This is an optimization exercise on Yosys and OpenROAD, whose aim is small area, a short achievable clock period and few clock cycles per item, not a production implementation. The RTL was checked by simulation tests, not by an equivalence proof against the original design.

### flow/design.v
module ustep_sine_rom (
    input  wire [6:0]  addr,
    output reg  [14:0] q_lo,
    output reg  [7:0]  d_lo,
    output reg  [14:0] q_hi,
    output reg  [7:0]  d_hi
);
    always @(*) begin
        case (addr)
            7'd0: begin q_lo = 15'd0; d_lo = 8'd201; q_hi = 15'd32766; d_hi = 8'd1; end
            7'd1: begin q_lo = 15'd201; d_lo = 8'd201; q_hi = 15'd32765; d_hi = 8'd1; end
            7'd2: begin q_lo = 15'd402; d_lo = 8'd201; q_hi = 15'd32761; d_hi = 8'd4; end
            7'd3: begin q_lo = 15'd603; d_lo = 8'd201; q_hi = 15'd32757; d_hi = 8'd4; end
            7'd4: begin q_lo = 15'd804; d_lo = 8'd201; q_hi = 15'd32752; d_hi = 8'd5; end
            7'd5: begin q_lo = 15'd1005; d_lo = 8'd201; q_hi = 15'd32745; d_hi = 8'd7; end
            7'd6: begin q_lo = 15'd1206; d_lo = 8'd201; q_hi = 15'd32737; d_hi = 8'd8; end
            7'd7: begin q_lo = 15'd1407; d_lo = 8'd201; q_hi = 15'd32728; d_hi = 8'd9; end
            7'd8: begin q_lo = 15'd1608; d_lo = 8'd201; q_hi = 15'd32717; d_hi = 8'd11; end
            7'd9: begin q_lo = 15'd1809; d_lo = 8'd200; q_hi = 15'd32705; d_hi = 8'd12; end
            7'd10: begin q_lo = 15'd2009; d_lo = 8'd201; q_hi = 15'd32692; d_hi = 8'd13; end
            7'd11: begin q_lo = 15'd2210; d_lo = 8'd200; q_hi = 15'd32678; d_hi = 8'd14; end
            7'd12: begin q_lo = 15'd2410; d_lo = 8'd201; q_hi = 15'd32663; d_hi = 8'd15; end
            7'd13: begin q_lo = 15'd2611; d_lo = 8'd200; q_hi = 15'd32646; d_hi = 8'd17; end
            7'd14: begin q_lo = 15'd2811; d_lo = 8'd201; q_hi = 15'd32628; d_hi = 8'd18; end
            7'd15: begin q_lo = 15'd3012; d_lo = 8'd200; q_hi = 15'd32609; d_hi = 8'd19; end
            7'd16: begin q_lo = 15'd3212; d_lo = 8'd200; q_hi = 15'd32589; d_hi = 8'd20; end
            7'd17: begin q_lo = 15'd3412; d_lo = 8'd200; q_hi = 15'd32567; d_hi = 8'd22; end
            7'd18: begin q_lo = 15'd3612; d_lo = 8'd199; q_hi = 15'd32545; d_hi = 8'd22; end
            7'd19: begin q_lo = 15'd3811; d_lo = 8'd200; q_hi = 15'd32521; d_hi = 8'd24; end
            7'd20: begin q_lo = 15'd4011; d_lo = 8'd199; q_hi = 15'd32495; d_hi = 8'd26; end
            7'd21: begin q_lo = 15'd4210; d_lo = 8'd200; q_hi = 15'd32469; d_hi = 8'd26; end
            7'd22: begin q_lo = 15'd4410; d_lo = 8'd199; q_hi = 15'd32441; d_hi = 8'd28; end
            7'd23: begin q_lo = 15'd4609; d_lo = 8'd199; q_hi = 15'd32412; d_hi = 8'd29; end
            7'd24: begin q_lo = 15'd4808; d_lo = 8'd199; q_hi = 15'd32382; d_hi = 8'd30; end
            7'd25: begin q_lo = 15'd5007; d_lo = 8'd198; q_hi = 15'd32351; d_hi = 8'd31; end
            7'd26: begin q_lo = 15'd5205; d_lo = 8'd199; q_hi = 15'd32318; d_hi = 8'd33; end
            7'd27: begin q_lo = 15'd5404; d_lo = 8'd198; q_hi = 15'd32285; d_hi = 8'd33; end
            7'd28: begin q_lo = 15'd5602; d_lo = 8'd198; q_hi = 15'd32250; d_hi = 8'd35; end
            7'd29: begin q_lo = 15'd5800; d_lo = 8'd198; q_hi = 15'd32213; d_hi = 8'd37; end
            7'd30: begin q_lo = 15'd5998; d_lo = 8'd197; q_hi = 15'd32176; d_hi = 8'd37; end
            7'd31: begin q_lo = 15'd6195; d_lo = 8'd198; q_hi = 15'd32137; d_hi = 8'd39; end
            7'd32: begin q_lo = 15'd6393; d_lo = 8'd197; q_hi = 15'd32098; d_hi = 8'd39; end
            7'd33: begin q_lo = 15'd6590; d_lo = 8'd196; q_hi = 15'd32057; d_hi = 8'd41; end
            7'd34: begin q_lo = 15'd6786; d_lo = 8'd197; q_hi = 15'd32014; d_hi = 8'd43; end
            7'd35: begin q_lo = 15'd6983; d_lo = 8'd196; q_hi = 15'd31971; d_hi = 8'd43; end
            7'd36: begin q_lo = 15'd7179; d_lo = 8'd196; q_hi = 15'd31926; d_hi = 8'd45; end
            7'd37: begin q_lo = 15'd7375; d_lo = 8'd196; q_hi = 15'd31880; d_hi = 8'd46; end
            7'd38: begin q_lo = 15'd7571; d_lo = 8'd196; q_hi = 15'd31833; d_hi = 8'd47; end
            7'd39: begin q_lo = 15'd7767; d_lo = 8'd195; q_hi = 15'd31785; d_hi = 8'd48; end
            7'd40: begin q_lo = 15'd7962; d_lo = 8'd195; q_hi = 15'd31736; d_hi = 8'd49; end
            7'd41: begin q_lo = 15'd8157; d_lo = 8'd194; q_hi = 15'd31685; d_hi = 8'd51; end
            7'd42: begin q_lo = 15'd8351; d_lo = 8'd194; q_hi = 15'd31633; d_hi = 8'd52; end
            7'd43: begin q_lo = 15'd8545; d_lo = 8'd194; q_hi = 15'd31580; d_hi = 8'd53; end
            7'd44: begin q_lo = 15'd8739; d_lo = 8'd194; q_hi = 15'd31526; d_hi = 8'd54; end
            7'd45: begin q_lo = 15'd8933; d_lo = 8'd193; q_hi = 15'd31470; d_hi = 8'd56; end
            7'd46: begin q_lo = 15'd9126; d_lo = 8'd193; q_hi = 15'd31414; d_hi = 8'd56; end
            7'd47: begin q_lo = 15'd9319; d_lo = 8'd193; q_hi = 15'd31356; d_hi = 8'd58; end
            7'd48: begin q_lo = 15'd9512; d_lo = 8'd192; q_hi = 15'd31297; d_hi = 8'd59; end
            7'd49: begin q_lo = 15'd9704; d_lo = 8'd192; q_hi = 15'd31237; d_hi = 8'd60; end
            7'd50: begin q_lo = 15'd9896; d_lo = 8'd191; q_hi = 15'd31176; d_hi = 8'd61; end
            7'd51: begin q_lo = 15'd10087; d_lo = 8'd191; q_hi = 15'd31113; d_hi = 8'd63; end
            7'd52: begin q_lo = 15'd10278; d_lo = 8'd191; q_hi = 15'd31050; d_hi = 8'd63; end
            7'd53: begin q_lo = 15'd10469; d_lo = 8'd190; q_hi = 15'd30985; d_hi = 8'd65; end
            7'd54: begin q_lo = 15'd10659; d_lo = 8'd190; q_hi = 15'd30919; d_hi = 8'd66; end
            7'd55: begin q_lo = 15'd10849; d_lo = 8'd190; q_hi = 15'd30852; d_hi = 8'd67; end
            7'd56: begin q_lo = 15'd11039; d_lo = 8'd189; q_hi = 15'd30783; d_hi = 8'd69; end
            7'd57: begin q_lo = 15'd11228; d_lo = 8'd189; q_hi = 15'd30714; d_hi = 8'd69; end
            7'd58: begin q_lo = 15'd11417; d_lo = 8'd188; q_hi = 15'd30643; d_hi = 8'd71; end
            7'd59: begin q_lo = 15'd11605; d_lo = 8'd188; q_hi = 15'd30571; d_hi = 8'd72; end
            7'd60: begin q_lo = 15'd11793; d_lo = 8'd187; q_hi = 15'd30498; d_hi = 8'd73; end
            7'd61: begin q_lo = 15'd11980; d_lo = 8'd187; q_hi = 15'd30424; d_hi = 8'd74; end
            7'd62: begin q_lo = 15'd12167; d_lo = 8'd186; q_hi = 15'd30349; d_hi = 8'd75; end
            7'd63: begin q_lo = 15'd12353; d_lo = 8'd186; q_hi = 15'd30273; d_hi = 8'd76; end
            7'd64: begin q_lo = 15'd12539; d_lo = 8'd186; q_hi = 15'd30195; d_hi = 8'd78; end
            7'd65: begin q_lo = 15'd12725; d_lo = 8'd185; q_hi = 15'd30117; d_hi = 8'd78; end
            7'd66: begin q_lo = 15'd12910; d_lo = 8'd184; q_hi = 15'd30037; d_hi = 8'd80; end
            7'd67: begin q_lo = 15'd13094; d_lo = 8'd185; q_hi = 15'd29956; d_hi = 8'd81; end
            7'd68: begin q_lo = 15'd13279; d_lo = 8'd183; q_hi = 15'd29874; d_hi = 8'd82; end
            7'd69: begin q_lo = 15'd13462; d_lo = 8'd183; q_hi = 15'd29791; d_hi = 8'd83; end
            7'd70: begin q_lo = 15'd13645; d_lo = 8'd183; q_hi = 15'd29706; d_hi = 8'd85; end
            7'd71: begin q_lo = 15'd13828; d_lo = 8'd182; q_hi = 15'd29621; d_hi = 8'd85; end
            7'd72: begin q_lo = 15'd14010; d_lo = 8'd181; q_hi = 15'd29534; d_hi = 8'd87; end
            7'd73: begin q_lo = 15'd14191; d_lo = 8'd181; q_hi = 15'd29447; d_hi = 8'd87; end
            7'd74: begin q_lo = 15'd14372; d_lo = 8'd181; q_hi = 15'd29358; d_hi = 8'd89; end
            7'd75: begin q_lo = 15'd14553; d_lo = 8'd179; q_hi = 15'd29268; d_hi = 8'd90; end
            7'd76: begin q_lo = 15'd14732; d_lo = 8'd180; q_hi = 15'd29177; d_hi = 8'd91; end
            7'd77: begin q_lo = 15'd14912; d_lo = 8'd178; q_hi = 15'd29085; d_hi = 8'd92; end
            7'd78: begin q_lo = 15'd15090; d_lo = 8'd179; q_hi = 15'd28992; d_hi = 8'd93; end
            7'd79: begin q_lo = 15'd15269; d_lo = 8'd177; q_hi = 15'd28898; d_hi = 8'd94; end
            7'd80: begin q_lo = 15'd15446; d_lo = 8'd177; q_hi = 15'd28803; d_hi = 8'd95; end
            7'd81: begin q_lo = 15'd15623; d_lo = 8'd177; q_hi = 15'd28706; d_hi = 8'd97; end
            7'd82: begin q_lo = 15'd15800; d_lo = 8'd176; q_hi = 15'd28609; d_hi = 8'd97; end
            7'd83: begin q_lo = 15'd15976; d_lo = 8'd175; q_hi = 15'd28510; d_hi = 8'd99; end
            7'd84: begin q_lo = 15'd16151; d_lo = 8'd174; q_hi = 15'd28411; d_hi = 8'd99; end
            7'd85: begin q_lo = 15'd16325; d_lo = 8'd174; q_hi = 15'd28310; d_hi = 8'd101; end
            7'd86: begin q_lo = 15'd16499; d_lo = 8'd174; q_hi = 15'd28208; d_hi = 8'd102; end
            7'd87: begin q_lo = 15'd16673; d_lo = 8'd173; q_hi = 15'd28105; d_hi = 8'd103; end
            7'd88: begin q_lo = 15'd16846; d_lo = 8'd172; q_hi = 15'd28001; d_hi = 8'd104; end
            7'd89: begin q_lo = 15'd17018; d_lo = 8'd171; q_hi = 15'd27896; d_hi = 8'd105; end
            7'd90: begin q_lo = 15'd17189; d_lo = 8'd171; q_hi = 15'd27790; d_hi = 8'd106; end
            7'd91: begin q_lo = 15'd17360; d_lo = 8'd170; q_hi = 15'd27683; d_hi = 8'd107; end
            7'd92: begin q_lo = 15'd17530; d_lo = 8'd170; q_hi = 15'd27575; d_hi = 8'd108; end
            7'd93: begin q_lo = 15'd17700; d_lo = 8'd169; q_hi = 15'd27466; d_hi = 8'd109; end
            7'd94: begin q_lo = 15'd17869; d_lo = 8'd168; q_hi = 15'd27356; d_hi = 8'd110; end
            7'd95: begin q_lo = 15'd18037; d_lo = 8'd167; q_hi = 15'd27245; d_hi = 8'd111; end
            7'd96: begin q_lo = 15'd18204; d_lo = 8'd167; q_hi = 15'd27133; d_hi = 8'd112; end
            7'd97: begin q_lo = 15'd18371; d_lo = 8'd166; q_hi = 15'd27019; d_hi = 8'd114; end
            7'd98: begin q_lo = 15'd18537; d_lo = 8'd166; q_hi = 15'd26905; d_hi = 8'd114; end
            7'd99: begin q_lo = 15'd18703; d_lo = 8'd165; q_hi = 15'd26790; d_hi = 8'd115; end
            7'd100: begin q_lo = 15'd18868; d_lo = 8'd164; q_hi = 15'd26674; d_hi = 8'd116; end
            7'd101: begin q_lo = 15'd19032; d_lo = 8'd163; q_hi = 15'd26556; d_hi = 8'd118; end
            7'd102: begin q_lo = 15'd19195; d_lo = 8'd162; q_hi = 15'd26438; d_hi = 8'd118; end
            7'd103: begin q_lo = 15'd19357; d_lo = 8'd162; q_hi = 15'd26319; d_hi = 8'd119; end
            7'd104: begin q_lo = 15'd19519; d_lo = 8'd161; q_hi = 15'd26198; d_hi = 8'd121; end
            7'd105: begin q_lo = 15'd19680; d_lo = 8'd161; q_hi = 15'd26077; d_hi = 8'd121; end
            7'd106: begin q_lo = 15'd19841; d_lo = 8'd159; q_hi = 15'd25955; d_hi = 8'd122; end
            7'd107: begin q_lo = 15'd20000; d_lo = 8'd159; q_hi = 15'd25832; d_hi = 8'd123; end
            7'd108: begin q_lo = 15'd20159; d_lo = 8'd158; q_hi = 15'd25708; d_hi = 8'd124; end
            7'd109: begin q_lo = 15'd20317; d_lo = 8'd158; q_hi = 15'd25582; d_hi = 8'd126; end
            7'd110: begin q_lo = 15'd20475; d_lo = 8'd156; q_hi = 15'd25456; d_hi = 8'd126; end
            7'd111: begin q_lo = 15'd20631; d_lo = 8'd156; q_hi = 15'd25329; d_hi = 8'd127; end
            7'd112: begin q_lo = 15'd20787; d_lo = 8'd155; q_hi = 15'd25201; d_hi = 8'd128; end
            7'd113: begin q_lo = 15'd20942; d_lo = 8'd154; q_hi = 15'd25072; d_hi = 8'd129; end
            7'd114: begin q_lo = 15'd21096; d_lo = 8'd154; q_hi = 15'd24942; d_hi = 8'd130; end
            7'd115: begin q_lo = 15'd21250; d_lo = 8'd153; q_hi = 15'd24811; d_hi = 8'd131; end
            7'd116: begin q_lo = 15'd21403; d_lo = 8'd151; q_hi = 15'd24680; d_hi = 8'd131; end
            7'd117: begin q_lo = 15'd21554; d_lo = 8'd151; q_hi = 15'd24547; d_hi = 8'd133; end
            7'd118: begin q_lo = 15'd21705; d_lo = 8'd151; q_hi = 15'd24413; d_hi = 8'd134; end
            7'd119: begin q_lo = 15'd21856; d_lo = 8'd149; q_hi = 15'd24279; d_hi = 8'd134; end
            7'd120: begin q_lo = 15'd22005; d_lo = 8'd149; q_hi = 15'd24143; d_hi = 8'd136; end
            7'd121: begin q_lo = 15'd22154; d_lo = 8'd147; q_hi = 15'd24007; d_hi = 8'd136; end
            7'd122: begin q_lo = 15'd22301; d_lo = 8'd147; q_hi = 15'd23870; d_hi = 8'd137; end
            7'd123: begin q_lo = 15'd22448; d_lo = 8'd146; q_hi = 15'd23731; d_hi = 8'd139; end
            7'd124: begin q_lo = 15'd22594; d_lo = 8'd145; q_hi = 15'd23592; d_hi = 8'd139; end
            7'd125: begin q_lo = 15'd22739; d_lo = 8'd145; q_hi = 15'd23452; d_hi = 8'd140; end
            7'd126: begin q_lo = 15'd22884; d_lo = 8'd143; q_hi = 15'd23311; d_hi = 8'd141; end
            7'd127: begin q_lo = 15'd23027; d_lo = 8'd143; q_hi = 15'd23170; d_hi = 8'd141; end
            default: begin q_lo = 15'd0; d_lo = 8'd0; q_hi = 15'd0; d_hi = 8'd0; end
        endcase
    end
endmodule
module ustep_ref (
    input  wire               clk,
    input  wire               rst,
    input  wire               in_valid,
    output wire               in_ready,
    input  wire        [25:0] in_pos,         
    input  wire        [1:0]  in_target,      
    input  wire        [11:0] in_run,
    input  wire        [11:0] in_hold,
    input  wire        [11:0] in_boost,
    input  wire        [7:0]  in_slew,
    input  wire               in_reverse,
    input  wire        [9:0]  in_phase_ofs,
    output reg                out_valid,
    output reg  signed [15:0] out_iref1,
    output reg  signed [15:0] out_iref2,
    output reg         [11:0] out_scale
);
    assign in_ready = 1'b1;
    wire [11:0] target_sel = in_target[1] ? (in_target[0] ? in_boost : in_run) : in_hold;
    reg        s0_valid;
    reg [13:0] s0_pos;        
    reg        s0_cin;        
    reg [9:0]  s0_ofs;
    reg [11:0] s0_tsel;       
    reg [11:0] s0_run;
    reg        s0_boost_run;  
    reg        s0_off;
    reg [7:0]  s0_slew;
    always @(posedge clk) begin
        if (rst)
            s0_valid <= 1'b0;
        else
            s0_valid <= in_valid;
        s0_pos    <= in_reverse ? ~in_pos[25:12] : in_pos[25:12];
        s0_cin    <= in_reverse & (in_pos[11:0] == 12'd0);
        s0_ofs    <= in_phase_ofs;
        s0_tsel   <= target_sel;
        s0_run    <= in_run;
        s0_boost_run <= (in_target == 2'd3) && (in_boost == 12'd0);
        s0_off    <= (in_target == 2'd0);
        s0_slew   <= in_slew;
    end
    reg        energised;
    reg [11:0] eff_scale;
    wire [11:0] s0_tscale = s0_boost_run ? s0_run : s0_tsel;
    wire        step_up = s0_tscale > eff_scale;
    wire [13:0] cand    = step_up ? {2'b00, eff_scale} + {6'd0, s0_slew}
                                  : {2'b00, eff_scale} - {6'd0, s0_slew};
    wire        reached = step_up ? ($signed(cand) >= $signed({2'b00, s0_tscale}))
                                  : ($signed(cand) <= $signed({2'b00, s0_tscale}));
    reg [11:0] next_scale;
    always @(*) begin
        if (s0_off)
            next_scale = 12'd0;
        else if (!energised || s0_slew == 8'd0 || reached)
            next_scale = s0_tscale;
        else
            next_scale = cand[11:0];
    end
    always @(posedge clk) begin
        if (rst) begin
            energised <= 1'b0;
            eff_scale <= 12'd0;
        end else if (s0_valid) begin
            energised <= !s0_off;
            eff_scale <= next_scale;
        end
    end
    wire [14:0] pos_c = {s0_pos, 1'b1} + {s0_ofs, 4'd0, s0_cin};
    wire [13:0] x     = pos_c[14:1];
    wire [7:0]  a1 = x[11:4] ^ {8{x[12]}};
    wire        hi = a1[7];
    wire [6:0]  b  = a1[6:0] ^ {7{hi}};
    wire [14:0] q_lo, q_hi;
    wire [7:0]  d_lo, d_hi;
    ustep_sine_rom rom (.addr(b), .q_lo(q_lo), .d_lo(d_lo), .q_hi(q_hi), .d_hi(d_hi));
    wire [14:0] q1 = hi ? q_hi : q_lo;
    wire [7:0]  d1 = hi ? d_hi : d_lo;
    wire [14:0] q2 = hi ? q_lo : q_hi;
    wire [7:0]  d2 = hi ? d_lo : d_hi;
    reg        s1_valid;
    reg [1:0]  s1_quad;
    reg [3:0]  s1_f;
    reg [14:0] s1_q1, s1_q2;
    reg [7:0]  s1_d1, s1_d2;
    always @(posedge clk) begin
        if (rst)
            s1_valid <= 1'b0;
        else
            s1_valid <= s0_valid;
        s1_quad <= x[13:12];
        s1_f    <= x[3:0];
        s1_q1   <= q1;
        s1_q2   <= q2;
        s1_d1   <= d1;
        s1_d2   <= d2;
    end
    wire [1:0]  quad = s1_quad;
    wire [4:0]  f    = {1'b0, s1_f};
    wire [4:0]  g1   = quad[0] ? 5'd16 - f : f;
    wire [4:0]  g2   = quad[0] ? f : 5'd16 - f;
    wire [14:0] v1, v2;
    ustep_interp interp_1 (.q(s1_q1), .d(s1_d1), .g(g1), .v(v1));
    ustep_interp interp_2 (.q(s1_q2), .d(s1_d2), .g(g2), .v(v2));
    wire        n1   = quad[1];
    wire        n2   = quad[1] ^ quad[0];
    wire [7:0]  one1, two1, neg1, one2, two2, neg2;
    ustep_booth booth_1 (.u(v1), .sgn(n1), .one(one1), .two(two1), .neg(neg1));
    ustep_booth booth_2 (.u(v2), .sgn(n2), .one(one2), .two(two2), .neg(neg2));
    reg               s2_valid;
    reg [7:0]         s2_one1, s2_two1, s2_neg1;
    reg [7:0]         s2_one2, s2_two2, s2_neg2;
    reg               s2_n1, s2_n2;
    reg [11:0]        s2_scale;
    always @(posedge clk) begin
        if (rst)
            s2_valid <= 1'b0;
        else
            s2_valid <= s1_valid;
        s2_one1  <= one1;
        s2_two1  <= two1;
        s2_neg1  <= neg1;
        s2_one2  <= one2;
        s2_two2  <= two2;
        s2_neg2  <= neg2;
        s2_n1    <= n1;
        s2_n2    <= n2;
        s2_scale <= eff_scale;
    end
    wire [15:0] i1, i2;
    ustep_scale scale_1 (.e(s2_scale), .one(s2_one1), .two(s2_two1), .neg(s2_neg1),
                         .sgn(s2_n1), .iref(i1));
    ustep_scale scale_2 (.e(s2_scale), .one(s2_one2), .two(s2_two2), .neg(s2_neg2),
                         .sgn(s2_n2), .iref(i2));
    always @(posedge clk) begin
        if (rst)
            out_valid <= 1'b0;
        else
            out_valid <= s2_valid;
        out_iref1 <= i1;
        out_iref2 <= i2;
        out_scale <= s2_scale;
    end
endmodule
module ustep_booth (
    input  wire [14:0] u,
    input  wire        sgn,
    output wire [7:0]  one,
    output wire [7:0]  two,
    output wire [7:0]  neg
);
    wire [16:0] b = {1'b0, u, 1'b0};    
    genvar i;
    generate
        for (i = 0; i < 8; i = i + 1) begin : digit
            assign one[i] = b[2*i+1] ^ b[2*i];
            assign two[i] = (b[2*i+2] & ~b[2*i+1] & ~b[2*i]) | (~b[2*i+2] & b[2*i+1] & b[2*i]);
            assign neg[i] = b[2*i+2] ^ sgn;
        end
    endgenerate
endmodule
module ustep_scale (
    input  wire [11:0] e,
    input  wire [7:0]  one,
    input  wire [7:0]  two,
    input  wire [7:0]  neg,
    input  wire        sgn,
    output wire [15:0] iref
);
    wire one0 = one[0];
    wire two0 = two[0];
    wire neg0 = neg[0];
    wire p0_0 = (((one0 & e[0])) ^ neg0);
    wire p0_1 = (((one0 & e[1]) | (two0 & e[0])) ^ neg0);
    wire p0_2 = (((one0 & e[2]) | (two0 & e[1])) ^ neg0);
    wire p0_3 = (((one0 & e[3]) | (two0 & e[2])) ^ neg0);
    wire p0_4 = (((one0 & e[4]) | (two0 & e[3])) ^ neg0);
    wire p0_5 = (((one0 & e[5]) | (two0 & e[4])) ^ neg0);
    wire p0_6 = (((one0 & e[6]) | (two0 & e[5])) ^ neg0);
    wire p0_7 = (((one0 & e[7]) | (two0 & e[6])) ^ neg0);
    wire p0_8 = (((one0 & e[8]) | (two0 & e[7])) ^ neg0);
    wire p0_9 = (((one0 & e[9]) | (two0 & e[8])) ^ neg0);
    wire p0_10 = (((one0 & e[10]) | (two0 & e[9])) ^ neg0);
    wire p0_11 = (((one0 & e[11]) | (two0 & e[10])) ^ neg0);
    wire p0_12 = (((two0 & e[11])) ^ neg0);
    wire p0_13 = ~neg0;
    wire one1 = one[1];
    wire two1 = two[1];
    wire neg1 = neg[1];
    wire p1_0 = (((one1 & e[0])) ^ neg1);
    wire p1_1 = (((one1 & e[1]) | (two1 & e[0])) ^ neg1);
    wire p1_2 = (((one1 & e[2]) | (two1 & e[1])) ^ neg1);
    wire p1_3 = (((one1 & e[3]) | (two1 & e[2])) ^ neg1);
    wire p1_4 = (((one1 & e[4]) | (two1 & e[3])) ^ neg1);
    wire p1_5 = (((one1 & e[5]) | (two1 & e[4])) ^ neg1);
    wire p1_6 = (((one1 & e[6]) | (two1 & e[5])) ^ neg1);
    wire p1_7 = (((one1 & e[7]) | (two1 & e[6])) ^ neg1);
    wire p1_8 = (((one1 & e[8]) | (two1 & e[7])) ^ neg1);
    wire p1_9 = (((one1 & e[9]) | (two1 & e[8])) ^ neg1);
    wire p1_10 = (((one1 & e[10]) | (two1 & e[9])) ^ neg1);
    wire p1_11 = (((one1 & e[11]) | (two1 & e[10])) ^ neg1);
    wire p1_12 = (((two1 & e[11])) ^ neg1);
    wire p1_13 = ~neg1;
    wire one2 = one[2];
    wire two2 = two[2];
    wire neg2 = neg[2];
    wire p2_0 = (((one2 & e[0])) ^ neg2);
    wire p2_1 = (((one2 & e[1]) | (two2 & e[0])) ^ neg2);
    wire p2_2 = (((one2 & e[2]) | (two2 & e[1])) ^ neg2);
    wire p2_3 = (((one2 & e[3]) | (two2 & e[2])) ^ neg2);
    wire p2_4 = (((one2 & e[4]) | (two2 & e[3])) ^ neg2);
    wire p2_5 = (((one2 & e[5]) | (two2 & e[4])) ^ neg2);
    wire p2_6 = (((one2 & e[6]) | (two2 & e[5])) ^ neg2);
    wire p2_7 = (((one2 & e[7]) | (two2 & e[6])) ^ neg2);
    wire p2_8 = (((one2 & e[8]) | (two2 & e[7])) ^ neg2);
    wire p2_9 = (((one2 & e[9]) | (two2 & e[8])) ^ neg2);
    wire p2_10 = (((one2 & e[10]) | (two2 & e[9])) ^ neg2);
    wire p2_11 = (((one2 & e[11]) | (two2 & e[10])) ^ neg2);
    wire p2_12 = (((two2 & e[11])) ^ neg2);
    wire p2_13 = ~neg2;
    wire one3 = one[3];
    wire two3 = two[3];
    wire neg3 = neg[3];
    wire p3_0 = (((one3 & e[0])) ^ neg3);
    wire p3_1 = (((one3 & e[1]) | (two3 & e[0])) ^ neg3);
    wire p3_2 = (((one3 & e[2]) | (two3 & e[1])) ^ neg3);
    wire p3_3 = (((one3 & e[3]) | (two3 & e[2])) ^ neg3);
    wire p3_4 = (((one3 & e[4]) | (two3 & e[3])) ^ neg3);
    wire p3_5 = (((one3 & e[5]) | (two3 & e[4])) ^ neg3);
    wire p3_6 = (((one3 & e[6]) | (two3 & e[5])) ^ neg3);
    wire p3_7 = (((one3 & e[7]) | (two3 & e[6])) ^ neg3);
    wire p3_8 = (((one3 & e[8]) | (two3 & e[7])) ^ neg3);
    wire p3_9 = (((one3 & e[9]) | (two3 & e[8])) ^ neg3);
    wire p3_10 = (((one3 & e[10]) | (two3 & e[9])) ^ neg3);
    wire p3_11 = (((one3 & e[11]) | (two3 & e[10])) ^ neg3);
    wire p3_12 = (((two3 & e[11])) ^ neg3);
    wire p3_13 = ~neg3;
    wire one4 = one[4];
    wire two4 = two[4];
    wire neg4 = neg[4];
    wire p4_0 = (((one4 & e[0])) ^ neg4);
    wire p4_1 = (((one4 & e[1]) | (two4 & e[0])) ^ neg4);
    wire p4_2 = (((one4 & e[2]) | (two4 & e[1])) ^ neg4);
    wire p4_3 = (((one4 & e[3]) | (two4 & e[2])) ^ neg4);
    wire p4_4 = (((one4 & e[4]) | (two4 & e[3])) ^ neg4);
    wire p4_5 = (((one4 & e[5]) | (two4 & e[4])) ^ neg4);
    wire p4_6 = (((one4 & e[6]) | (two4 & e[5])) ^ neg4);
    wire p4_7 = (((one4 & e[7]) | (two4 & e[6])) ^ neg4);
    wire p4_8 = (((one4 & e[8]) | (two4 & e[7])) ^ neg4);
    wire p4_9 = (((one4 & e[9]) | (two4 & e[8])) ^ neg4);
    wire p4_10 = (((one4 & e[10]) | (two4 & e[9])) ^ neg4);
    wire p4_11 = (((one4 & e[11]) | (two4 & e[10])) ^ neg4);
    wire p4_12 = (((two4 & e[11])) ^ neg4);
    wire p4_13 = ~neg4;
    wire one5 = one[5];
    wire two5 = two[5];
    wire neg5 = neg[5];
    wire p5_0 = (((one5 & e[0])) ^ neg5);
    wire p5_1 = (((one5 & e[1]) | (two5 & e[0])) ^ neg5);
    wire p5_2 = (((one5 & e[2]) | (two5 & e[1])) ^ neg5);
    wire p5_3 = (((one5 & e[3]) | (two5 & e[2])) ^ neg5);
    wire p5_4 = (((one5 & e[4]) | (two5 & e[3])) ^ neg5);
    wire p5_5 = (((one5 & e[5]) | (two5 & e[4])) ^ neg5);
    wire p5_6 = (((one5 & e[6]) | (two5 & e[5])) ^ neg5);
    wire p5_7 = (((one5 & e[7]) | (two5 & e[6])) ^ neg5);
    wire p5_8 = (((one5 & e[8]) | (two5 & e[7])) ^ neg5);
    wire p5_9 = (((one5 & e[9]) | (two5 & e[8])) ^ neg5);
    wire p5_10 = (((one5 & e[10]) | (two5 & e[9])) ^ neg5);
    wire p5_11 = (((one5 & e[11]) | (two5 & e[10])) ^ neg5);
    wire p5_12 = (((two5 & e[11])) ^ neg5);
    wire p5_13 = ~neg5;
    wire one6 = one[6];
    wire two6 = two[6];
    wire neg6 = neg[6];
    wire p6_0 = (((one6 & e[0])) ^ neg6);
    wire p6_1 = (((one6 & e[1]) | (two6 & e[0])) ^ neg6);
    wire p6_2 = (((one6 & e[2]) | (two6 & e[1])) ^ neg6);
    wire p6_3 = (((one6 & e[3]) | (two6 & e[2])) ^ neg6);
    wire p6_4 = (((one6 & e[4]) | (two6 & e[3])) ^ neg6);
    wire p6_5 = (((one6 & e[5]) | (two6 & e[4])) ^ neg6);
    wire p6_6 = (((one6 & e[6]) | (two6 & e[5])) ^ neg6);
    wire p6_7 = (((one6 & e[7]) | (two6 & e[6])) ^ neg6);
    wire p6_8 = (((one6 & e[8]) | (two6 & e[7])) ^ neg6);
    wire p6_9 = (((one6 & e[9]) | (two6 & e[8])) ^ neg6);
    wire p6_10 = (((one6 & e[10]) | (two6 & e[9])) ^ neg6);
    wire p6_11 = (((one6 & e[11]) | (two6 & e[10])) ^ neg6);
    wire p6_12 = (((two6 & e[11])) ^ neg6);
    wire p6_13 = ~neg6;
    wire one7 = one[7];
    wire two7 = two[7];
    wire neg7 = neg[7];
    wire p7_0 = (((one7 & e[0])) ^ neg7);
    wire p7_1 = (((one7 & e[1]) | (two7 & e[0])) ^ neg7);
    wire p7_2 = (((one7 & e[2]) | (two7 & e[1])) ^ neg7);
    wire p7_3 = (((one7 & e[3]) | (two7 & e[2])) ^ neg7);
    wire p7_4 = (((one7 & e[4]) | (two7 & e[3])) ^ neg7);
    wire p7_5 = (((one7 & e[5]) | (two7 & e[4])) ^ neg7);
    wire p7_6 = (((one7 & e[6]) | (two7 & e[5])) ^ neg7);
    wire p7_7 = (((one7 & e[7]) | (two7 & e[6])) ^ neg7);
    wire p7_8 = (((one7 & e[8]) | (two7 & e[7])) ^ neg7);
    wire p7_9 = (((one7 & e[9]) | (two7 & e[8])) ^ neg7);
    wire p7_10 = (((one7 & e[10]) | (two7 & e[9])) ^ neg7);
    wire p7_11 = (((one7 & e[11]) | (two7 & e[10])) ^ neg7);
    wire p7_12 = (((two7 & e[11])) ^ neg7);
    wire p7_13 = ~neg7;
    wire t1 = p0_8 ^ p1_6;
    wire t2 = p0_8 & p1_6;
    wire t3 = p0_9 ^ p1_7;
    wire t4 = p0_9 & p1_7;
    wire t5 = p0_10 ^ p1_8 ^ p2_6;
    wire t6 = (p0_10 & p1_8) | (p0_10 & p2_6) | (p1_8 & p2_6);
    wire t7 = p3_4 ^ p4_2;
    wire t8 = p3_4 & p4_2;
    wire t9 = p0_11 ^ p1_9 ^ p2_7;
    wire t10 = (p0_11 & p1_9) | (p0_11 & p2_7) | (p1_9 & p2_7);
    wire t11 = p3_5 ^ p4_3;
    wire t12 = p3_5 & p4_3;
    wire t13 = p0_12 ^ p1_10 ^ p2_8;
    wire t14 = (p0_12 & p1_10) | (p0_12 & p2_8) | (p1_10 & p2_8);
    wire t15 = p3_6 ^ p4_4 ^ p5_2;
    wire t16 = (p3_6 & p4_4) | (p3_6 & p5_2) | (p4_4 & p5_2);
    wire t17 = p0_13 ^ p1_11 ^ p2_9;
    wire t18 = (p0_13 & p1_11) | (p0_13 & p2_9) | (p1_11 & p2_9);
    wire t19 = p3_7 ^ p4_5 ^ p5_3;
    wire t20 = (p3_7 & p4_5) | (p3_7 & p5_3) | (p4_5 & p5_3);
    wire t21 = p1_12 ^ p2_10 ^ p3_8;
    wire t22 = (p1_12 & p2_10) | (p1_12 & p3_8) | (p2_10 & p3_8);
    wire t23 = p4_6 ^ p5_4 ^ p6_2;
    wire t24 = (p4_6 & p5_4) | (p4_6 & p6_2) | (p5_4 & p6_2);
    wire t25 = p7_0 ^ neg7;
    wire t26 = p7_0 & neg7;
    wire t27 = p1_13 ^ p2_11 ^ p3_9;
    wire t28 = (p1_13 & p2_11) | (p1_13 & p3_9) | (p2_11 & p3_9);
    wire t29 = p4_7 ^ p5_5 ^ p6_3;
    wire t30 = (p4_7 & p5_5) | (p4_7 & p6_3) | (p5_5 & p6_3);
    wire t31 = p2_12 ^ p3_10 ^ p4_8;
    wire t32 = (p2_12 & p3_10) | (p2_12 & p4_8) | (p3_10 & p4_8);
    wire t33 = p5_6 ^ p6_4;
    wire t34 = p5_6 & p6_4;
    wire t35 = p2_13 ^ p3_11 ^ p4_9;
    wire t36 = (p2_13 & p3_11) | (p2_13 & p4_9) | (p3_11 & p4_9);
    wire t37 = p3_12 ^ p4_10;
    wire t38 = p3_12 & p4_10;
    wire t39 = p0_4 ^ p1_2;
    wire t40 = p0_4 & p1_2;
    wire t41 = p0_5 ^ p1_3;
    wire t42 = p0_5 & p1_3;
    wire t43 = p0_6 ^ p1_4 ^ p2_2;
    wire t44 = (p0_6 & p1_4) | (p0_6 & p2_2) | (p1_4 & p2_2);
    wire t45 = p3_0 ^ neg3;
    wire t46 = p3_0 & neg3;
    wire t47 = p0_7 ^ p1_5 ^ p2_3;
    wire t48 = (p0_7 & p1_5) | (p0_7 & p2_3) | (p1_5 & p2_3);
    wire t49 = p3_1 ^ sgn;
    wire t50 = p3_1 & sgn;
    wire t51 = p2_4 ^ p3_2 ^ p4_0;
    wire t52 = (p2_4 & p3_2) | (p2_4 & p4_0) | (p3_2 & p4_0);
    wire t53 = neg4 ^ sgn ^ t1;
    wire t54 = (neg4 & sgn) | (neg4 & t1) | (sgn & t1);
    wire t55 = p2_5 ^ p3_3 ^ p4_1;
    wire t56 = (p2_5 & p3_3) | (p2_5 & p4_1) | (p3_3 & p4_1);
    wire t57 = sgn ^ t3 ^ t2;
    wire t58 = (sgn & t3) | (sgn & t2) | (t3 & t2);
    wire t59 = p5_0 ^ neg5 ^ sgn;
    wire t60 = (p5_0 & neg5) | (p5_0 & sgn) | (neg5 & sgn);
    wire t61 = t5 ^ t7 ^ t4;
    wire t62 = (t5 & t7) | (t5 & t4) | (t7 & t4);
    wire t63 = p5_1 ^ ~sgn ^ t9;
    wire t64 = (p5_1 & ~sgn) | (p5_1 & t9) | (~sgn & t9);
    wire t65 = t11 ^ t6 ^ t8;
    wire t66 = (t11 & t6) | (t11 & t8) | (t6 & t8);
    wire t67 = p6_0 ^ neg6 ^ t13;
    wire t68 = (p6_0 & neg6) | (p6_0 & t13) | (neg6 & t13);
    wire t69 = t15 ^ t10 ^ t12;
    wire t70 = (t15 & t10) | (t15 & t12) | (t10 & t12);
    wire t71 = p6_1 ^ 1'b1 ^ t17;
    wire t72 = (p6_1 & 1'b1) | (p6_1 & t17) | (1'b1 & t17);
    wire t73 = t19 ^ t14 ^ t16;
    wire t74 = (t19 & t14) | (t19 & t16) | (t14 & t16);
    wire t75 = 1'b1 ^ t21 ^ t23;
    wire t76 = (1'b1 & t21) | (1'b1 & t23) | (t21 & t23);
    wire t77 = t25 ^ t18 ^ t20;
    wire t78 = (t25 & t18) | (t25 & t20) | (t18 & t20);
    wire t79 = p7_1 ^ t27 ^ t29;
    wire t80 = (p7_1 & t27) | (p7_1 & t29) | (t27 & t29);
    wire t81 = t22 ^ t24 ^ t26;
    wire t82 = (t22 & t24) | (t22 & t26) | (t24 & t26);
    wire t83 = p7_2 ^ 1'b1 ^ t31;
    wire t84 = (p7_2 & 1'b1) | (p7_2 & t31) | (1'b1 & t31);
    wire t85 = t33 ^ t28 ^ t30;
    wire t86 = (t33 & t28) | (t33 & t30) | (t28 & t30);
    wire t87 = p5_7 ^ p6_5 ^ p7_3;
    wire t88 = (p5_7 & p6_5) | (p5_7 & p7_3) | (p6_5 & p7_3);
    wire t89 = t35 ^ t32 ^ t34;
    wire t90 = (t35 & t32) | (t35 & t34) | (t32 & t34);
    wire t91 = p5_8 ^ p6_6 ^ p7_4;
    wire t92 = (p5_8 & p6_6) | (p5_8 & p7_4) | (p6_6 & p7_4);
    wire t93 = 1'b1 ^ t37 ^ t36;
    wire t94 = (1'b1 & t37) | (1'b1 & t36) | (t37 & t36);
    wire t95 = p3_13 ^ p4_11 ^ p5_9;
    wire t96 = (p3_13 & p4_11) | (p3_13 & p5_9) | (p4_11 & p5_9);
    wire t97 = p6_7 ^ p7_5 ^ t38;
    wire t98 = (p6_7 & p7_5) | (p6_7 & t38) | (p7_5 & t38);
    wire t99 = p4_12 ^ p5_10 ^ p6_8;
    wire t100 = (p4_12 & p5_10) | (p4_12 & p6_8) | (p5_10 & p6_8);
    wire t101 = p7_6 ^ 1'b1;
    wire t102 = p7_6 & 1'b1;
    wire t103 = p4_13 ^ p5_11 ^ p6_9;
    wire t104 = (p4_13 & p5_11) | (p4_13 & p6_9) | (p5_11 & p6_9);
    wire t105 = p5_12 ^ p6_10;
    wire t106 = p5_12 & p6_10;
    wire t107 = p0_2 ^ p1_0;
    wire t108 = p0_2 & p1_0;
    wire t109 = p0_3 ^ p1_1;
    wire t110 = p0_3 & p1_1;
    wire t111 = p2_0 ^ neg2 ^ sgn;
    wire t112 = (p2_0 & neg2) | (p2_0 & sgn) | (neg2 & sgn);
    wire t113 = p2_1 ^ sgn ^ t41;
    wire t114 = (p2_1 & sgn) | (p2_1 & t41) | (sgn & t41);
    wire t115 = sgn ^ t43 ^ t45;
    wire t116 = (sgn & t43) | (sgn & t45) | (t43 & t45);
    wire t117 = t47 ^ t49 ^ t44;
    wire t118 = (t47 & t49) | (t47 & t44) | (t49 & t44);
    wire t119 = t51 ^ t53 ^ t48;
    wire t120 = (t51 & t53) | (t51 & t48) | (t53 & t48);
    wire t121 = t55 ^ t57 ^ t52;
    wire t122 = (t55 & t57) | (t55 & t52) | (t57 & t52);
    wire t123 = t59 ^ t61 ^ t56;
    wire t124 = (t59 & t61) | (t59 & t56) | (t61 & t56);
    wire t125 = t63 ^ t65 ^ t60;
    wire t126 = (t63 & t65) | (t63 & t60) | (t65 & t60);
    wire t127 = t67 ^ t69 ^ t64;
    wire t128 = (t67 & t69) | (t67 & t64) | (t69 & t64);
    wire t129 = t71 ^ t73 ^ t68;
    wire t130 = (t71 & t73) | (t71 & t68) | (t73 & t68);
    wire t131 = t75 ^ t77 ^ t72;
    wire t132 = (t75 & t77) | (t75 & t72) | (t77 & t72);
    wire t133 = t79 ^ t81 ^ t76;
    wire t134 = (t79 & t81) | (t79 & t76) | (t81 & t76);
    wire t135 = t83 ^ t85 ^ t80;
    wire t136 = (t83 & t85) | (t83 & t80) | (t85 & t80);
    wire t137 = t87 ^ t89 ^ t84;
    wire t138 = (t87 & t89) | (t87 & t84) | (t89 & t84);
    wire t139 = t91 ^ t93 ^ t88;
    wire t140 = (t91 & t93) | (t91 & t88) | (t93 & t88);
    wire t141 = t95 ^ t97 ^ t92;
    wire t142 = (t95 & t97) | (t95 & t92) | (t97 & t92);
    wire t143 = t99 ^ t101 ^ t96;
    wire t144 = (t99 & t101) | (t99 & t96) | (t101 & t96);
    wire t145 = p7_7 ^ t103 ^ t100;
    wire t146 = (p7_7 & t103) | (p7_7 & t100) | (t103 & t100);
    wire t147 = p7_8 ^ 1'b1 ^ t105;
    wire t148 = (p7_8 & 1'b1) | (p7_8 & t105) | (1'b1 & t105);
    wire t149 = p5_13 ^ p6_11 ^ p7_9;
    wire t150 = (p5_13 & p6_11) | (p5_13 & p7_9) | (p6_11 & p7_9);
    wire t151 = p6_12 ^ p7_10;
    wire t152 = p6_12 & p7_10;
    wire t153 = p0_0 ^ neg0;
    wire t154 = p0_0 & neg0;
    wire t155 = p0_1 ^ sgn;
    wire t156 = p0_1 & sgn;
    wire t157 = neg1 ^ sgn ^ t107;
    wire t158 = (neg1 & sgn) | (neg1 & t107) | (sgn & t107);
    wire t159 = sgn ^ t109 ^ t108;
    wire t160 = (sgn & t109) | (sgn & t108) | (t109 & t108);
    wire t161 = t39 ^ t111 ^ t110;
    wire t162 = (t39 & t111) | (t39 & t110) | (t111 & t110);
    wire t163 = t40 ^ t113 ^ t112;
    wire t164 = (t40 & t113) | (t40 & t112) | (t113 & t112);
    wire t165 = t42 ^ t115 ^ t114;
    wire t166 = (t42 & t115) | (t42 & t114) | (t115 & t114);
    wire t167 = t46 ^ t117 ^ t116;
    wire t168 = (t46 & t117) | (t46 & t116) | (t117 & t116);
    wire t169 = t50 ^ t119 ^ t118;
    wire t170 = (t50 & t119) | (t50 & t118) | (t119 & t118);
    wire t171 = t54 ^ t121 ^ t120;
    wire t172 = (t54 & t121) | (t54 & t120) | (t121 & t120);
    wire t173 = t58 ^ t123 ^ t122;
    wire t174 = (t58 & t123) | (t58 & t122) | (t123 & t122);
    wire t175 = t62 ^ t125 ^ t124;
    wire t176 = (t62 & t125) | (t62 & t124) | (t125 & t124);
    wire t177 = t66 ^ t127 ^ t126;
    wire t178 = (t66 & t127) | (t66 & t126) | (t127 & t126);
    wire t179 = t70 ^ t129 ^ t128;
    wire t180 = (t70 & t129) | (t70 & t128) | (t129 & t128);
    wire t181 = t74 ^ t131 ^ t130;
    wire t182 = (t74 & t131) | (t74 & t130) | (t131 & t130);
    wire t183 = t78 ^ t133 ^ t132;
    wire t184 = (t78 & t133) | (t78 & t132) | (t133 & t132);
    wire t185 = t82 ^ t135 ^ t134;
    wire t186 = (t82 & t135) | (t82 & t134) | (t135 & t134);
    wire t187 = t86 ^ t137 ^ t136;
    wire t188 = (t86 & t137) | (t86 & t136) | (t137 & t136);
    wire t189 = t90 ^ t139 ^ t138;
    wire t190 = (t90 & t139) | (t90 & t138) | (t139 & t138);
    wire t191 = t94 ^ t141 ^ t140;
    wire t192 = (t94 & t141) | (t94 & t140) | (t141 & t140);
    wire t193 = t98 ^ t143 ^ t142;
    wire t194 = (t98 & t143) | (t98 & t142) | (t143 & t142);
    wire t195 = t102 ^ t145 ^ t144;
    wire t196 = (t102 & t145) | (t102 & t144) | (t145 & t144);
    wire t197 = t104 ^ t147 ^ t146;
    wire t198 = (t104 & t147) | (t104 & t146) | (t147 & t146);
    wire t199 = t106 ^ t149 ^ t148;
    wire t200 = (t106 & t149) | (t106 & t148) | (t149 & t148);
    wire t201 = 1'b1 ^ t151 ^ t150;
    wire t202 = (1'b1 & t151) | (1'b1 & t150) | (t151 & t150);
    wire t203 = p6_13 ^ p7_11 ^ t152;
    wire t204 = (p6_13 & p7_11) | (p6_13 & t152) | (p7_11 & t152);
    wire t205 = p7_12 ^ 1'b1;
    wire t206 = p7_12 & 1'b1;
    wire [27:0] ra = {p7_13, t205, t203, t201, t199, t197, t195, t193, t191, t189, t187, t185, t183, t181, t179, t177, t175, t173, t171, t169, t167, t165, t163, t161, t159, t157, t155, sgn};
    wire [27:0] rb = {t206, t204, t202, t200, t198, t196, t194, t192, t190, t188, t186, t184, t182, t180, t178, t176, t174, t172, t170, t168, t166, t164, t162, t160, t158, t156, t154, t153};
    wire [27:0] r  = ra + rb;
    assign iref = r[27:12];
endmodule
module ustep_interp (
    input  wire [14:0] q,
    input  wire [7:0]  d,
    input  wire [4:0]  g,
    output wire [14:0] v
);
    wire t1 = (d[3] & g[0]) ^ (d[2] & g[1]);
    wire t2 = (d[3] & g[0]) & (d[2] & g[1]);
    wire t3 = (d[4] & g[0]) ^ (d[3] & g[1]) ^ (d[2] & g[2]);
    wire t4 = ((d[4] & g[0]) & (d[3] & g[1])) | ((d[4] & g[0]) & (d[2] & g[2])) | ((d[3] & g[1]) & (d[2] & g[2]));
    wire t5 = (d[1] & g[3]) ^ (d[0] & g[4]);
    wire t6 = (d[1] & g[3]) & (d[0] & g[4]);
    wire t7 = (d[5] & g[0]) ^ (d[4] & g[1]) ^ (d[3] & g[2]);
    wire t8 = ((d[5] & g[0]) & (d[4] & g[1])) | ((d[5] & g[0]) & (d[3] & g[2])) | ((d[4] & g[1]) & (d[3] & g[2]));
    wire t9 = (d[2] & g[3]) ^ (d[1] & g[4]) ^ q[1];
    wire t10 = ((d[2] & g[3]) & (d[1] & g[4])) | ((d[2] & g[3]) & q[1]) | ((d[1] & g[4]) & q[1]);
    wire t11 = (d[6] & g[0]) ^ (d[5] & g[1]) ^ (d[4] & g[2]);
    wire t12 = ((d[6] & g[0]) & (d[5] & g[1])) | ((d[6] & g[0]) & (d[4] & g[2])) | ((d[5] & g[1]) & (d[4] & g[2]));
    wire t13 = (d[3] & g[3]) ^ (d[2] & g[4]) ^ q[2];
    wire t14 = ((d[3] & g[3]) & (d[2] & g[4])) | ((d[3] & g[3]) & q[2]) | ((d[2] & g[4]) & q[2]);
    wire t15 = (d[7] & g[0]) ^ (d[6] & g[1]) ^ (d[5] & g[2]);
    wire t16 = ((d[7] & g[0]) & (d[6] & g[1])) | ((d[7] & g[0]) & (d[5] & g[2])) | ((d[6] & g[1]) & (d[5] & g[2]));
    wire t17 = (d[4] & g[3]) ^ (d[3] & g[4]) ^ q[3];
    wire t18 = ((d[4] & g[3]) & (d[3] & g[4])) | ((d[4] & g[3]) & q[3]) | ((d[3] & g[4]) & q[3]);
    wire t19 = (d[7] & g[1]) ^ (d[6] & g[2]) ^ (d[5] & g[3]);
    wire t20 = ((d[7] & g[1]) & (d[6] & g[2])) | ((d[7] & g[1]) & (d[5] & g[3])) | ((d[6] & g[2]) & (d[5] & g[3]));
    wire t21 = (d[4] & g[4]) ^ q[4];
    wire t22 = (d[4] & g[4]) & q[4];
    wire t23 = (d[7] & g[2]) ^ (d[6] & g[3]) ^ (d[5] & g[4]);
    wire t24 = ((d[7] & g[2]) & (d[6] & g[3])) | ((d[7] & g[2]) & (d[5] & g[4])) | ((d[6] & g[3]) & (d[5] & g[4]));
    wire t25 = (d[1] & g[2]) ^ (d[0] & g[3]);
    wire t26 = (d[1] & g[2]) & (d[0] & g[3]);
    wire t27 = q[0] ^ t3 ^ t5;
    wire t28 = (q[0] & t3) | (q[0] & t5) | (t3 & t5);
    wire t29 = t7 ^ t9 ^ t4;
    wire t30 = (t7 & t9) | (t7 & t4) | (t9 & t4);
    wire t31 = t11 ^ t13 ^ t8;
    wire t32 = (t11 & t13) | (t11 & t8) | (t13 & t8);
    wire t33 = t15 ^ t17 ^ t12;
    wire t34 = (t15 & t17) | (t15 & t12) | (t17 & t12);
    wire t35 = t19 ^ t21 ^ t16;
    wire t36 = (t19 & t21) | (t19 & t16) | (t21 & t16);
    wire t37 = q[5] ^ t23 ^ t20;
    wire t38 = (q[5] & t23) | (q[5] & t20) | (t23 & t20);
    wire t39 = (d[7] & g[3]) ^ (d[6] & g[4]) ^ q[6];
    wire t40 = ((d[7] & g[3]) & (d[6] & g[4])) | ((d[7] & g[3]) & q[6]) | ((d[6] & g[4]) & q[6]);
    wire t41 = (d[2] & g[0]) ^ (d[1] & g[1]);
    wire t42 = (d[2] & g[0]) & (d[1] & g[1]);
    wire t43 = 1'b1 ^ t1 ^ t25;
    wire t44 = (1'b1 & t1) | (1'b1 & t25) | (t1 & t25);
    wire t45 = t2 ^ t27 ^ t26;
    wire t46 = (t2 & t27) | (t2 & t26) | (t27 & t26);
    wire t47 = t6 ^ t29 ^ t28;
    wire t48 = (t6 & t29) | (t6 & t28) | (t29 & t28);
    wire t49 = t10 ^ t31 ^ t30;
    wire t50 = (t10 & t31) | (t10 & t30) | (t31 & t30);
    wire t51 = t14 ^ t33 ^ t32;
    wire t52 = (t14 & t33) | (t14 & t32) | (t33 & t32);
    wire t53 = t18 ^ t35 ^ t34;
    wire t54 = (t18 & t35) | (t18 & t34) | (t35 & t34);
    wire t55 = t22 ^ t37 ^ t36;
    wire t56 = (t22 & t37) | (t22 & t36) | (t37 & t36);
    wire t57 = t24 ^ t39 ^ t38;
    wire t58 = (t24 & t39) | (t24 & t38) | (t39 & t38);
    wire t59 = (d[7] & g[4]) ^ q[7] ^ t40;
    wire t60 = ((d[7] & g[4]) & q[7]) | ((d[7] & g[4]) & t40) | (q[7] & t40);
    wire [18:0] ra = {q[14], q[13], q[12], q[11], q[10], q[9], q[8], t59, t57, t55, t53, t51, t49, t47, t45, t43, (d[0] & g[2]), (d[1] & g[0]), (d[0] & g[0])};
    wire [18:0] rb = {1'b0, 1'b0, 1'b0, 1'b0, 1'b0, 1'b0, t60, t58, t56, t54, t52, t50, t48, t46, t44, t42, t41, (d[0] & g[1]), 1'b0};
    wire [18:0] r  = ra + rb;
    assign v = r[18:4];
endmodule
### flow/flow/run.sh
#!/bin/bash
# The standard layout (standard.sh), with one change: the input and
# output port buffers are buf_2 cells instead of buffer_ports' default pick
# (clkdlybuf4s50_1), which is larger and slower. The whole ORFS output goes
# to standard.log in the work folder.
set -euo pipefail
export BUFFER_PORTS_ARGS="-buffer_cell sky130_fd_sc_hd__buf_2"
bash standard.sh > standard.log 2>&1
### flow/standard.sh
#!/bin/bash
# synth_recipe.tcl (not shown) runs the flow's synth.tcl, then flattens the netlist and writes it again
# the make line also repeats each setting of config.mk as NAME=value (left out here)
make -C /OpenROAD-flow-scripts/flow DESIGN_CONFIG=/design/flow/config.mk WORK_HOME=/design/flow/orfs CLKGATE_MAP_FILE= SYNTH_SCRIPT=/design/flow/synth_recipe.tcl "${@:-finish}"
### flow/config.mk
export PLATFORM = sky130hd
export DESIGN_NAME = ustep_ref
export DESIGN_NICKNAME = ustep_ref
export VERILOG_FILES = /design/flow/design.v
export SDC_FILE = /design/flow/constraint.sdc
export NUM_CORES = 4
export LEC_CHECK = 0
export ABC_AREA = 1
export CAP_MARGIN = 20
export CORE_MARGIN = 2
export CORE_UTILIZATION = 40
export CTS_CLUSTER_DIAMETER = 150
export CTS_CLUSTER_SIZE = 20
export SLEW_MARGIN = 60
export SYNTH_MEMORY_MAX_BITS = 65536
### flow/constraint.sdc
create_clock -name core_clock -period 22.0 [get_ports {clk}]
set_input_delay 4.4000 -clock core_clock [delete_from_list [all_inputs] [get_ports {clk}]]
set_output_delay 4.4000 -clock core_clock [all_outputs]
set_load 0.01 [all_outputs]
==> results of run 1 <==
-- layout make-up --
class	instances	area (sq um)	share of cell area
Timing Repair Buffer	157	917	0.0318
Inverter	589	2230	0.0775
Sequential cell	232	4660	0.162
Clock buffer	16	379	0.0132
Clock inverter	3	43.8	0.00152
Tap cell	873	1090	0.0379
Multi-Input combinational cell	2862	19500	0.676
-- worst max-delay path, stage by stage, from the launching register on --
cell and delay [ps]:
dfxtp_1 680, clkinv_1 490, xor2_1 270, inv_1 70, fa_1 380, inv_1 80
fa_1 430, fa_1 510, inv_1 50, fa_1 490, inv_1 40, ha_1 360
nand2_1 130, nor4_1 340, nand4_1 130, nand3_1 160, nand2_1 70, o211ai_1 150
a21boi_0 240, o21ai_0 260, xor2_1 150
-- routing by layer --
metal,global-route usage,part of all wire,up-vias
met1,0.342,0.44,11988
met2,0.396,0.44,1126
li1,-,-,12372
met3,0.0313,0.073,221
met4,0.102,0.045,0
met5,0,0,-
-- flip-flops by register name, indices dropped and copies added, names as in the netlist, 2 cells and up --
| signal | flops |
|---|---|
| out_iref2 | 16 |
| s0_pos | 14 |
| s2_scale | 12 |
| s0_ofs | 10 |
| out_iref1 | 16 |
| s2_two2 | 8 |
| s1_q2 | 15 |
| s2_neg1 | 8 |
| s1_quad | 2 |
| s2_one2 | 8 |
| s0_run | 12 |
| s1_f | 4 |
| s1_d1 | 8 |
| s2_neg2 | 8 |
| s1_d2 | 8 |
| s0_slew | 8 |
| s1_q1 | 15 |
| s2_one1 | 8 |
| s0_tsel | 12 |
| eff_scale | 12 |
| out_scale | 12 |
| s2_two1 | 8 |
-- cell families (layout without fill, tap and decap cells) --
logic type / after synthesis / count (layout)
and+or+nand+nor: 1509 / 1509
buffers and inverters: 772 / 765
AOI/OAI and AO/OA: 628 / 628
adders and majority gates: 405 / 405
xor gates and xnor gates: 317 / 317
DFF: 232 / 232
muxes: 2 / 2
other: 1 / 1
-- placed cells by master (no fill, tap or decap), drive strengths merged, types with 10 or more instances in the layout --
master / netlist / routed
buf: 76 / 157
clkbuf: 107 / 16
nand2: 910 / 910
a31oi: 18 / 18
xnor2: 21 / 21
dfxtp: 232 / 232
xor2: 296 / 296
o22ai: 180 / 180
nor4: 10 / 10
inv: 582 / 582
fa: 200 / 200
nand3: 294 / 294
nor3: 21 / 21
a21oi: 184 / 184
o21ai: 187 / 187
o211ai: 19 / 19
nor2: 220 / 220
ha: 205 / 205
nand4: 36 / 36
-- worst paths after layout --
kind	endpoint	cells after the start	slack [ps]
setup / recovery	out_iref1[15]	20	16440
hold / removal	out_scale[9]	0	350
setup reg to reg	out_iref1[15]	20	16440
hold reg to reg	out_scale[9]	0	350
-- through the flow --
stage | setup slack [ps] | hold slack [ps] | instances
after floorplan | 16660 | 326 | 3866
after global placement | 16480 | 333 | 4710
after detailed placement | 16510 | 336 | 4713
after CTS | 16470 | 350 | 4732
after global routing | 16010 | 358 | 4732
final | 16440 | 349 | 4732
==> flow_summary_export.csv, run 1 <==
group,metric,value,unit
placement,io_buffers,130,
cells_and_area,diodes,0,
die,fp.coreArea,0.0673,sq mm
routing,drc,0,
clock_tree,cts.sinks,232,
critical_path,worstSetupPathType,"reg -> reg",
hold_path,hp-start,"s2_scale[9]",
clock_tree,numCtsBuffers,15,
job,max_cap_violations,0,
synth,ys.flop_type,"dfxtp_1",
timing,finalCritPeriodShare,0.253,
clock_tree,clk_pin_slew_worst_paths,90,ps
synth,synthAdderAreaFrac,0.242,
synth,synth_top_cell_by_area,"dfxtp_1",
placement,routabilityCongestion,1.00,
synth,synth_top_family_by_area,"adder cells",
timing,worstMarginPinSlew,598,ps
synth,ys_types,57,
global_route,groute.usage.overall,0.249,
cells_and_area,postLayoutCellArea,0.0288,sq mm
clock_tree,clk_latency,520,ps
synth,seq_area_frac_synth,0.171,
critical_path,critPathLaunch,"s2_neg1[1]",
routing,dr.pass1.iters,5,
critical_path,start_kind,"register",
critical_path,reg2reg_from,"s2_neg1[1]",
global_route,antenna_found_initial,0,
critical_path,timing.critical_path.to_type,"register",
synth,synth-xor-area-share,0.103,
routing,vias_per_cell,5.43,
synth,synth_edf_count,0,
clock_tree,cts.path.max_buffers,3,
critical_path,cp_max_fo,10,
timing,rsz0062_at_grt,"no",
synth,synthArstFlopShare,0,
cells_and_area,final_nets,4348,
clock_tree,post-cts-setup-buffers,0,
cells_and_area,drive_above_1_share,0.0749,
timing,setup_viol,0,
clock_tree,ctsHtreeMaxLevel,1,
global_route,grt_max_degree,68,
timing,slew_violations,0,
synth,synth_cells,3866,
synth,synth_fp_nets,4357,
synth,synthMuxAreaShare,0.000829,
global_route,grt-ovfl-total,0,
placement,dp_hpwl,68800,um
die,start_util,0.404,
synth,synth_compound_area_frac,0.132,
routing,route.detailed.wl_per_inst,18.9,um
die,die-area,0.0701,sq mm
timing,fin_crit,5560,ps
synth,synth_most_common_cell,"nand2_1",
clock_tree,cts_tree,"yes",
timing,max_freq,0.180,GHz
placement,placed_area,0.0284,sq mm
global_route,grt_pass1_wl,139000,um
cells_and_area,nFillCells,7126,
clock_tree,cts-root-buf,"clkbuf_16",
die,die_h,265,um
synth,yosys.area_share.simple,0.236,
die,ioPinCount,132,
die,die_w,265,um
global_route,grt_pass1_vias,24433,
timing,finClkSkew,18.7,ps
cells_and_area,finish.utilization,0.428,
synth,synth.avg_cell_area,7.03,sq um
routing,vias,25707,
timing,setup_tns,0,ps
routing,ant_nets,0,
critical_path,cp.required,22440,ps
clock_tree,holdBufCountCts,0,
synth,synthTopCellsByCount,"885 x nand2_1, 552 x inv_1, 293 x xor2_1",
routing,first_iter_violations,2458,
clock_tree,cts_resized,0,
timing,slew_headroom,0.597,
cells_and_area,syn_to_final_growth,5.94,%
timing,hold_violations,0,
synth,synth.top_cell.area_share,0.171,
run_status,outcome,"finished clean",
synth,ys_warn_count,2,
hold_path,hold_class,"reg -> reg",
critical_path,crit_arrival,6000,ps
routing,routed_wl,89300,um
synth,synth.top_cells.by_area,"dfxtp_1 17%, fa_1 15%, nand2_1 12%",
synth,ys_seq_elements,232,
synth,synth_area,0.0272,sq mm
die,floorplan.rows,95,
Testbench counts, summed over its fixed seeds: cycles 24,032, items 24,000.
==> run 2: changes to the inputs <==
--- a/flow/config.mk
+++ b/flow/config.mk
@@ -11,5 +11,5 @@
 export CORE_UTILIZATION = 40
 export CTS_CLUSTER_DIAMETER = 150
 export CTS_CLUSTER_SIZE = 20
-export SLEW_MARGIN = 60
+export SLEW_MARGIN = 70
 export SYNTH_MEMORY_MAX_BITS = 65536
==> run 2 against run 1 <==
  * Sequential share of layout area fell by 0.064 points
  * Critical path depth fell by 19
  * Core utilization rose by 0.30 points
==> flow_summary_export.csv, run 2 <==
group,metric,value,unit
global_route,groute.usage.overall,0.248,
die,start_util,0.404,
global_route,antenna_found_initial,1,
critical_path,timing.critical_path.to_type,"primary output",
global_route,met2_usage,0.392,
critical_path,cpPeakStageDelay,380,ps
critical_path,crit_family,"flip-flops",
routing,vias_per_cell,5.41,
synth,seq_area_frac_synth,0.171,
placement,placed_area,0.0284,sq mm
critical_path,cp.required,17600,ps
synth,synth_fp_nets,4357,
synth,synth_most_common_cell,"nand2_1",
synth,synth_edf_count,0,
cells_and_area,syn_to_final_growth,6.68,%
global_route,busiest_layer,"met2",
clock_tree,cts_resized,0,
timing,setup_tns,0,ps
placement,dp_hpwl,68300,um
global_route,grt_pass1_vias,24525,
cells_and_area,diodes,0,
critical_path,r2r_slack,16720,ps
synth,synth_area,0.0272,sq mm
critical_path,reg2reg_from,"s2_scale[3]",
hold_path,hp-start,"s2_scale[9]",
routing,route.detailed.wl_per_inst,18.7,um
die,fp.coreArea,0.0673,sq mm
global_route,grt-ovfl-total,0,
routing,drc,0,
cells_and_area,final_common_cell,"nand2_1",
hold_path,hold_class,"reg -> reg",
global_route,grtUsageMet3,0.0330,
critical_path,start_kind,"register",
synth,ys.flop_type,"dfxtp_1",
global_route,met1_usage,0.338,
synth,ys_seq_elements,232,
clock_tree,numCtsBuffers,15,
clock_tree,cts-root-buf,"clkbuf_16",
timing,slew_violations,0,
routing,vias,25618,
clock_tree,clk_pin_slew_worst_paths,100,ps
placement,preCtsSetupSlack,16660,ps
synth,synth.top_cell.area_share,0.171,
global_route,grt_max_degree,68,
cells_and_area,postLayoutCellArea,0.0290,sq mm
synth,synth.avg_cell_area,7.03,sq um
run_status,outcome,"finished clean",
clock_tree,cts.path.max_buffers,3,
cells_and_area,drive_above_1_share,0.0828,
critical_path,critPathLaunch,"out_scale[9]",
synth,synthTopCellsByCount,"885 x nand2_1, 552 x inv_1, 293 x xor2_1",
placement,io_buffers,130,
critical_path,cp_cell_sequence,"buf_2",
routing,ant_nets,0,
timing,whs,345,ps
clock_tree,ctsHtreeMaxLevel,1,
critical_path,crit_arrival,1060,ps
critical_path,worstSetupPathType,"reg -> out",
timing,setup_viol,0,
timing,finalCritPeriodShare,0.248,
timing,setup_ws,16540,ps
synth,synth_top_cell_by_area,"dfxtp_1",
die,die_h,265,um
synth,synthArstFlopShare,0,
critical_path,cp_num_buf_inv,1,
timing,fin_crit,5460,ps
critical_path,crit_slowest_cell,"dfxtp_1",
die,floorplan.rows,95,
routing,first_iter_violations,2534,
clock_tree,cts_tree,"yes",
synth,ys_types,57,
die,die_w,265,um
synth,synth_cells,3866,
clock_tree,holdBufCountCts,0,
global_route,grt_pass1_wl,138000,um
timing,rsz0062_at_grt,"no",
routing,dr.pass1.iters,8,
clock_tree,clk_latency,530,ps
synth,ys_warn_count,2,
timing,max_freq,0.183,GHz
routing,routed_wl,88800,um
die,die-area,0.0701,sq mm
clock_tree,cts.sinks,232,
cells_and_area,layout_common_cells,"877 x nand2_1, 545 x inv_1, 289 x xor2_1",
cells_and_area,top_regs,"out_iref1: 16 flops, out_iref2: 16 flops",
placement,routabilityCongestion,1.00,
timing,hold_violations,0,
cells_and_area,final_nets,4351,
synth,synth.top_cells.by_area,"dfxtp_1 17%, fa_1 15%, nand2_1 12%",
timing,finClkSkew,25.4,ps
die,ioPinCount,132,
critical_path,cp_max_fo,1,
job,max_cap_violations,0,
clock_tree,post-cts-setup-buffers,0,
-- run 2: cell counts after synthesis --
Identical to the previous run, type by type.
-- run 2: layout make-up --
| type | instances | area, sq um |
|---|---|---|
| sequential | 232 | 4670 |
| clock buffer | 17 | 383 |
| timing repair buffer | 160 | 968 |
| clock inverter | 3 | 43.8 |
| inverter | 589 | 2250 |
| tap | 873 | 1090 |
| fill | 7043 | 38300 |
| multi-input combinational | 2862 | 19600 |
-- run 2: cell families after synthesis --
| family | Yosys count | synth area share |
|---|---|---|
| buf+inv | 772 | 0.115 |
| compound gates | 628 | 0.132 |
| fa+ha+maj | 405 | 0.242 |
| mux | 2 | 0.000829 |
| simple gates | 1509 | 0.236 |
| flops | 232 | 0.171 |
| other cells | 1 | 0.000138 |
| xor+xnor | 317 | 0.103 |
-- run 2: path summary, 6_finish.rpt --
check                       end  cells past startpoint
hold / removal     out_scale[9]                      0
hold reg to reg    out_scale[9]                      0
setup reg to reg  out_iref1[15]                     21
setup / recovery   out_scale[9]                      1
-- run 2: layer usage --
layer	part of all wire	routed length, um
met4	0.048	4230
met5	0	0
met3	0.074	6530
met1	0.44	38800
met2	0.44	39200
-- run 2: stage by stage --
stage	std cells	util
2_1_floorplan	3866	-
3_3_place_gp	4710	0.419
3_5_place_dp	4712	0.423
4_1_cts	4732	0.429
5_1_grt	4736	0.431
6_report	4736	0.431

static timing again, ports no longer ideal:
In the flow no input, the clock included, has a driving cell. The finished layouts below were timed again as built, in two steps.
Step 1 assumes that a clkbuf_16 drives the clock port and a buf_2 every other input.
Step 2 moves the port delays by t, midway between the first and last clock arrival at a register: inputs arrive t later, outputs are due t later. That takes back most of the time a late clock gives input paths.
Three values: ideal, step 1, step 2; two values: the first two.
run | t, ns | setup slack, ns | latest minus earliest clock arrival (ns) | pins driven straight from the clock port
run 1 | 0.577 | 16.442 / 16.442 / 16.442 | 0.021 / 0.021 | 1
run 2 | 0.577 | 16.545 / 16.482 / 16.694 | 0.028 / 0.027 | 1
After both steps every run listed still meets setup and hold.
